This design comes from an exercise in tuning for small area and a short achievable clock period on the open sky130 flow, not from production work.
At most, simulation tests tie the RTL to the original design; equivalence was not proved.

==> inputs of run B <==
## easel_xu
module easel_xu (
    input  wire        clk,
    input  wire        rst,         
    input  wire        issue,
    input  wire [31:0] instr,
    input  wire [31:0] opa,         
    input  wire [31:0] opb,         
    input  wire        sat_clr,     
    output reg         w1_valid,
    output reg  [4:0]  w1_rd,
    output reg  [31:0] w1_data,
    output reg         w3_valid,
    output reg  [4:0]  w3_rd,
    output wire [31:0] w3_data,
    output reg         ill,
    output wire        sat
);
    wire [5:0]  op  = instr[31:26];
    wire [4:0]  rd  = instr[25:21];
    wire [10:0] fn  = instr[10:0];
    wire        alu_legal;
    wire [32:0] alu_sum;
    wire [31:0] alu_other;
    wire        alu_use_sum, alu_sadd;
    wire        alu_sat;
    easel_alu u_alu (
        .instr   (instr),
        .opa     (opa),
        .opb     (opb),
        .legal   (alu_legal),
        .sum     (alu_sum),
        .other   (alu_other),
        .use_sum (alu_use_sum),
        .sadd    (alu_sadd),
        .sat     (alu_sat)
    );
    wire op_mul = (op == 6'h08);
    wire op_mac = (op == 6'h09);
    wire op_acc = (op == 6'h0A);
    wire is_mul  = op_mul &&
                   (fn == 11'h000 || fn == 11'h001 || fn == 11'h002 ||
                    fn == 11'h004 || fn == 11'h005 || fn == 11'h006 ||
                    fn == 11'h007);
    wire is_mac  = op_mac && (instr[25:23] == 3'd0) &&
  ...
make LEC_CHECK=0 ABC_AREA=1 CAP_MARGIN=20 CORE_MARGIN=2 CORE_UTILIZATION=55 SETUP_SLACK_MARGIN=5 SLEW_MARGIN=20 finish   # period 10.5 ns
run.sh (not shown) runs the stock make flow with config.mk's settings and CLKGATE_MAP_FILE= SYNTH_SCRIPT=/design/flow/synth_recipe.tcl, a recipe that flattens the netlist after the stock synthesis.
==> inputs of run K, as changes to run B <==
--- a/flow/design.v
+++ b/flow/design.v
@@ -365,52 +365,51 @@
         end
     end
     wire [31:0] w32   = v48[47:16];
     wire        st0   = |v48[14:0];
     wire        inc0  = a_r & v48[15] & (st0 | v48[16]);
     wire        st1   = |v48[30:0];
     wire        inc1  = a_r & v48[31] & (st1 | v48[32]);
     wire        fmt1  = s2_fn[0];
+    wire [31:0] rnd32 = w32 + {15'd0, fmt1 & inc1, 15'd0, ~fmt1 & inc0};
     wire        rmax0 = inc0 & (w32 == 32'h7FFF_FFFF);
     wire        rmax1 = inc1 & (w32[31:16] == 16'h7FFF);
     wire        a_sgn = acc_sel[63];
     wire        asat0 = a_sgn ? (~fitA & ~(fitB & rmax0)) : (~fitA | rmax0);
     wire        asat1 = a_sgn ? (~fitA & ~(fitB & rmax1)) : (~fitA | rmax1);
     reg  [31:0] accr_res;
     reg         accr_sat;
     always @(*) begin
         accr_sat = 1'b0;
         case (s2_fn[1:0])
         2'd0: begin
             accr_sat = asat0;
-            accr_res = asat0 ? (a_sgn ? 32'h8000_0000 : 32'h7FFF_FFFF) : w32;
+            accr_res = asat0 ? (a_sgn ? 32'h8000_0000 : 32'h7FFF_FFFF) : rnd32;
         end
         2'd1: begin
             accr_sat = asat1;
-            accr_res = asat1 ? (a_sgn ? 32'h8000_0000 : 32'h7FFF_0000) : w32;
+            accr_res = asat1 ? (a_sgn ? 32'hFFFF_8000 : 32'h0000_7FFF)
+                             : {{16{rnd32[31]}}, rnd32[31:16]};
         end
         2'd2: accr_res = acc_sel[63:32];
         default: accr_res = acc_sel[31:0];
         endcase
     end
     wire s2_sat = (s2_kind == K_MAC)  ? m_ovf :
                   (s2_kind == K_ACCR) ? accr_sat : 1'b0;
     wire s2_wacc = (s2_kind == K_MAC) | (s2_kind == K_ACCW);
     wire s2_wreg = (s2_kind == K_MUL) | (s2_kind == K_ACCR);
     reg  [32:0] w3_pre;
     reg         w3_q15, w3_q31;          
-    reg         w3_hi;                   
-    reg         w3_i0, w3_i16;           
     reg         sat_r;
     wire        w3_ovf = w3_pre[32] ^ w3_pre[31];
-    wire [31:0] w3_v   = w3_pre[31:0] + {15'd0, w3_i16, 15'd0, w3_i0};
     assign w3_data = (w3_q31 & w3_ovf) ? (w3_pre[32] ? 32'h8000_0000 : 32'h7FFF_FFFF) :
                      (w3_q15 & w3_ovf) ? (w3_pre[32] ? 32'hFFFF_8000 : 32'h0000_7FFF) :
-                     w3_hi ? {{16{w3_v[31]}}, w3_v[31:16]} : w3_v;
+                     w3_q15 ? {{16{w3_pre[31]}}, w3_pre[31:16]} : w3_pre[31:0];
     assign sat = sat_r | ((w3_q15 | w3_q31) & w3_ovf);
     wire [64:0] acc_wd = rst ? 65'd0 : {m_ovf, acc_new};
     wire        acc_w  = s2_valid && s2_wacc;
     always @(posedge clk) begin
         if (rst || (acc_w && s2_idx == 2'd0)) {aco0, acc0} <= acc_wd;
         if (rst || (acc_w && s2_idx == 2'd1)) {aco1, acc1} <= acc_wd;
         if (rst || (acc_w && s2_idx == 2'd2)) {aco2, acc2} <= acc_wd;
         if (rst || (acc_w && s2_idx == 2'd3)) {aco3, acc3} <= acc_wd;
@@ -443,19 +442,16 @@
         s2_c16   <= s1_pair ? 1'b0 : lo[16];
         s2_lo    <= lo[14:0];
         s2_tie31en <= (s1_inj == 2'd3);
         s2_rsv   <= rsel_n & ~aco_nx;
         s2_osel  <= |(rsel_n & aco_nx);
         s2_osgn  <= |(rsel_n & a63_nx);
         w3_rd    <= s2_rd;
         w3_pre   <= (s2_kind == K_ACCR) ? {1'b0, accr_res} : mul_pre;
-        w3_hi    <= (s2_kind == K_ACCR) ? (s2_fn[1:0] == 2'd1) : s2_q15;
-        w3_i0    <= (s2_kind == K_ACCR) & (s2_fn[1:0] == 2'd0) & inc0 & ~asat0;
-        w3_i16   <= (s2_kind == K_ACCR) & (s2_fn[1:0] == 2'd1) & inc1 & ~asat1;
         if (rst) begin
             w1_valid <= 1'b0;
             w3_valid <= 1'b0;
             ill      <= 1'b0;
             sat_r    <= 1'b0;
             w3_q15   <= 1'b0;
             w3_q31   <= 1'b0;
             s1_valid <= 1'b0;
==> flow/flow/run.sh (new file) <==
#!/bin/bash
set -euo pipefail
bash standard.sh "BUFFER_PORTS_ARGS=-buffer_cell sky130_fd_sc_hd__buf_2" \
  SETUP_SLACK_MARGIN=5.75 finish > standard_make.log 2>&1
==> flow/standard.sh (new file) <==
#!/bin/bash
# synth_recipe.tcl (not shown) runs the flow's synth.tcl, then flattens the netlist and writes it again
# the make line also repeats each setting of config.mk as NAME=value (left out here)
make -C /OpenROAD-flow-scripts/flow DESIGN_CONFIG=/design/flow/config.mk WORK_HOME=/design/flow/orfs CLKGATE_MAP_FILE= SYNTH_SCRIPT=/design/flow/synth_recipe.tcl "${@:-finish}"
==> flow/config.mk (replaced) <==
export PLATFORM = sky130hd
export DESIGN_NAME = easel_xu
export DESIGN_NICKNAME = easel_xu
export VERILOG_FILES = /design/flow/design.v
export SDC_FILE = /design/flow/constraint.sdc
export NUM_CORES = 4
export LEC_CHECK = 0
export ABC_AREA = 1
export CAP_MARGIN = 20
export CORE_MARGIN = 2
export CORE_UTILIZATION = 50
export SLEW_MARGIN = 20
removed: flow/run.sh
==> inputs of run X, as changes to run B <==
==> flow/flow/run.sh (new file) <==
#!/bin/bash
set -euo pipefail
bash standard.sh "BUFFER_PORTS_ARGS=-buffer_cell sky130_fd_sc_hd__buf_2" \
  SETUP_SLACK_MARGIN=5.5 finish > standard_make.log 2>&1
==> flow/standard.sh (new file) <==
#!/bin/bash
# synth_recipe.tcl (not shown) runs the flow's synth.tcl, then flattens the netlist and writes it again
# the make line also repeats each setting of config.mk as NAME=value (left out here)
make -C /OpenROAD-flow-scripts/flow DESIGN_CONFIG=/design/flow/config.mk WORK_HOME=/design/flow/orfs CLKGATE_MAP_FILE= SYNTH_SCRIPT=/design/flow/synth_recipe.tcl "${@:-finish}"
==> flow/config.mk (replaced) <==
export PLATFORM = sky130hd
export DESIGN_NAME = easel_xu
export DESIGN_NICKNAME = easel_xu
export VERILOG_FILES = /design/flow/design.v
export SDC_FILE = /design/flow/constraint.sdc
export NUM_CORES = 4
export LEC_CHECK = 0
export ABC_AREA = 1
export CAP_MARGIN = 20
export CORE_MARGIN = 2
export CORE_UTILIZATION = 50
export SLEW_MARGIN = 20
removed: flow/run.sh
==> qor summary <==
item	run X	run K	run B
Reg-to-Reg End	s2_x[28]	s2_rsv[0]	s2_x[24]
Arrival time of the worst setup path	3640 ps	5430 ps	3770 ps
Largest net degree at the start of global routing	64	90	68
Half-perimeter wire length after placement	244000 um	248000 um	241000 um
Count of non-CTS buffers in the layout	498	532	454
Worst setup path end	w3_data[13]	s2_rsv[0]	w3_data[16]
Number of unique standard cell types used by synthesis	82	81	82
Outcome	timing/DRC/antenna clean	timing/DRC/antenna clean	timing/DRC/antenna clean
Share of the final layout cell area in multi-input gates	62.5%	62.2%	62.7%
Simple-Gate Fraction of Synth Area	19.7%	20.1%	19.7%
Initial antenna violation count	29	31	21
Least-Margin Pin Slew	1120 ps	1180 ps	1210 ps
Peak Freq	0.174 GHz	0.205 GHz	0.170 GHz
Via count	73.1k	73.9k	75.1k
CTS clk-pin slew, worst paths	70 ps	60 ps	60 ps
Beginning of the worst hold path	s1_fn[0]	s1_fn[3]	s1_fn[6]
Sequential share of cell area	18.7%	18.3%	19.0%
Synthesis-stage register bit count	597	594	597
Clock buffer count	100	85	91

* * *

==> inputs of exp/nickel <==
Another version of the RTL of easel_xu (not shown whole).
==> flow/config.mk <==
export PLATFORM = sky130hd
export DESIGN_NAME = easel_xu
export DESIGN_NICKNAME = easel_xu
export VERILOG_FILES = /design/flow/design.v
export SDC_FILE = /design/flow/constraint.sdc
export NUM_CORES = 4
export LEC_CHECK = 0
export ABC_CLOCK_PERIOD_IN_PS = 5000
export CAP_MARGIN = 20
export CORE_MARGIN = 2
export CORE_UTILIZATION = 40
export SETUP_SLACK_MARGIN = 5
export SLEW_MARGIN = 20
==> flow/constraint.sdc <==
create_clock -name core_clock -period 10.5 [get_ports {clk}]
set_input_delay 2.1000 -clock core_clock [delete_from_list [all_inputs] [get_ports {clk}]]
set_output_delay 2.1000 -clock core_clock [all_outputs]
set_load 0.01 [all_outputs]
Stock flow here: none of the scripts above is used.
==> exp/ember: changes against exp/nickel <==
--- a/flow/design.v
+++ b/flow/design.v
@@ -405,10 +405,18 @@
     wire        w3_ovf = w3_pre[32] ^ w3_pre[31];
     assign w3_data = (w3_q31 & w3_ovf) ? (w3_pre[32] ? 32'h8000_0000 : 32'h7FFF_FFFF) :
                      (w3_q15 & w3_ovf) ? (w3_pre[32] ? 32'hFFFF_8000 : 32'h0000_7FFF) :
                      w3_q15 ? {{16{w3_pre[31]}}, w3_pre[31:16]} : w3_pre[31:0];
     assign sat = sat_r | (w1_sadd & w1_ovf) | ((w3_q15 | w3_q31) & w3_ovf);
+    wire [64:0] acc_wd = rst ? 65'd0 : {m_ovf, acc_new};
+    wire        acc_w  = s2_valid && s2_wacc;
+    always @(posedge clk) begin
+        if (rst || (acc_w && s2_idx == 2'd0)) {aco0, acc0} <= acc_wd;
+        if (rst || (acc_w && s2_idx == 2'd1)) {aco1, acc1} <= acc_wd;
+        if (rst || (acc_w && s2_idx == 2'd2)) {aco2, acc2} <= acc_wd;
+        if (rst || (acc_w && s2_idx == 2'd3)) {aco3, acc3} <= acc_wd;
+    end
     always @(posedge clk) begin
         w1_rd    <= rd;
         w1_sum   <= alu_sum;
         w1_other <= alu_other;
         w1_use_sum <= alu_use_sum;
@@ -448,44 +456,20 @@
             w1_sadd  <= 1'b0;
             w3_q15   <= 1'b0;
             w3_q31   <= 1'b0;
             s1_valid <= 1'b0;
             s2_valid <= 1'b0;
-            acc0     <= 64'd0;
-            aco0     <= 1'b0;
-            aco1     <= 1'b0;
-            aco2     <= 1'b0;
-            aco3     <= 1'b0;
-            acc1     <= 64'd0;
-            acc2     <= 64'd0;
-            acc3     <= 64'd0;
         end else begin
             w1_valid <= go && alu_legal && (rd != 5'd0);
             ill      <= go && !legal;
             s1_valid <= go && (is_mul || is_mac || is_accr || is_accw || is_accz);
             s2_valid <= s1_valid;
             w3_valid <= s2_valid && s2_wreg && (s2_rd != 5'd0);
             sat_r    <= (sat && !sat_clr) || (go && alu_sat) || (s2_valid && s2_sat);
             w1_sadd  <= go && alu_sadd;
             w3_q15   <= s2_valid && s2_q15;
             w3_q31   <= s2_valid && s2_q31;
-            if (s2_valid && s2_wacc && s2_idx == 2'd0) begin
-                acc0 <= acc_new;
-                aco0 <= m_ovf;
-            end
-            if (s2_valid && s2_wacc && s2_idx == 2'd1) begin
-                acc1 <= acc_new;
-                aco1 <= m_ovf;
-            end
-            if (s2_valid && s2_wacc && s2_idx == 2'd2) begin
-                acc2 <= acc_new;
-                aco2 <= m_ovf;
-            end
-            if (s2_valid && s2_wacc && s2_idx == 2'd3) begin
-                acc3 <= acc_new;
-                aco3 <= m_ovf;
-            end
         end
     end
 endmodule
 module easel_mul_tree (
     input  wire [32:0] A,
- CORE_UTILIZATION: 40 -> 55
==> results.txt <==
worst flop-to-flop path endpoint=w3_pre[15]$_DFF_P_; initial core utilization=55.4%; Post-synth top cells=702 x xnor2_1, 667 x clkbuf_1, 596 x a22oi_1; status=finished clean; EDFF count, synth=between 200 and 300; Fmax achieved=178 MHz; mux contribution to synthesized area=around 6.0%
(the above is from exp/ember)
==> results.txt <==
Post-synth top cells=965 x nand2_1, 751 x clkbuf_1, 713 x a21oi_1; mux contribution to synthesized area=approximately 6.3%; Fmax achieved=between 150 and 200 MHz; EDFF count, synth=0; synthesized area per cell=between 8 and 9 um^2; status=finished clean; adder-cell area share of the yosys netlist=about a fifth; worst flop-to-flop path endpoint=w3_pre[30]$_DFF_P_
(the above is from exp/nickel)
Only the layout flow was run in exp/ember; the RTL was not checked for function there.

==> static timing again, ports no longer ideal <==
The results above use ideal ports. As a check the final layouts listed here were re-extracted and re-timed, cells and wires unchanged. Step 1 assumes that a clkbuf_16 drives the clock port and a buf_2 every other input. Step 2, shift: input delay + t, output delay - t, t = (earliest + latest rising clock arrival at the registers) / 2. This alone moves slack from input paths to output paths. Three values: ideal ports, drivers, drivers and shift; two values: the first two.
run | t (ns) | slack for setup (ns) | worst slew at a driven data input, ns
run B | 0.782 | 4.627 / 4.532 / 4.204 | 0.13
run K | 0.781 | 5.616 / 5.616 / 4.934 | 0.12
run X | 0.756 | 4.762 / 4.671 / 4.806 | 0.08
exp/nickel | 0.796 | 4.980 / 4.995 / 4.240 | 0.11
exp/ember | 0.779 | 4.894 / 4.894 / 4.227 | 0.15
After both steps setup and hold are still met in every run listed. For exp/nickel, which loses most, drivers alone change the setup slack by +0.015 ns; drivers and shift together by -0.740 ns.
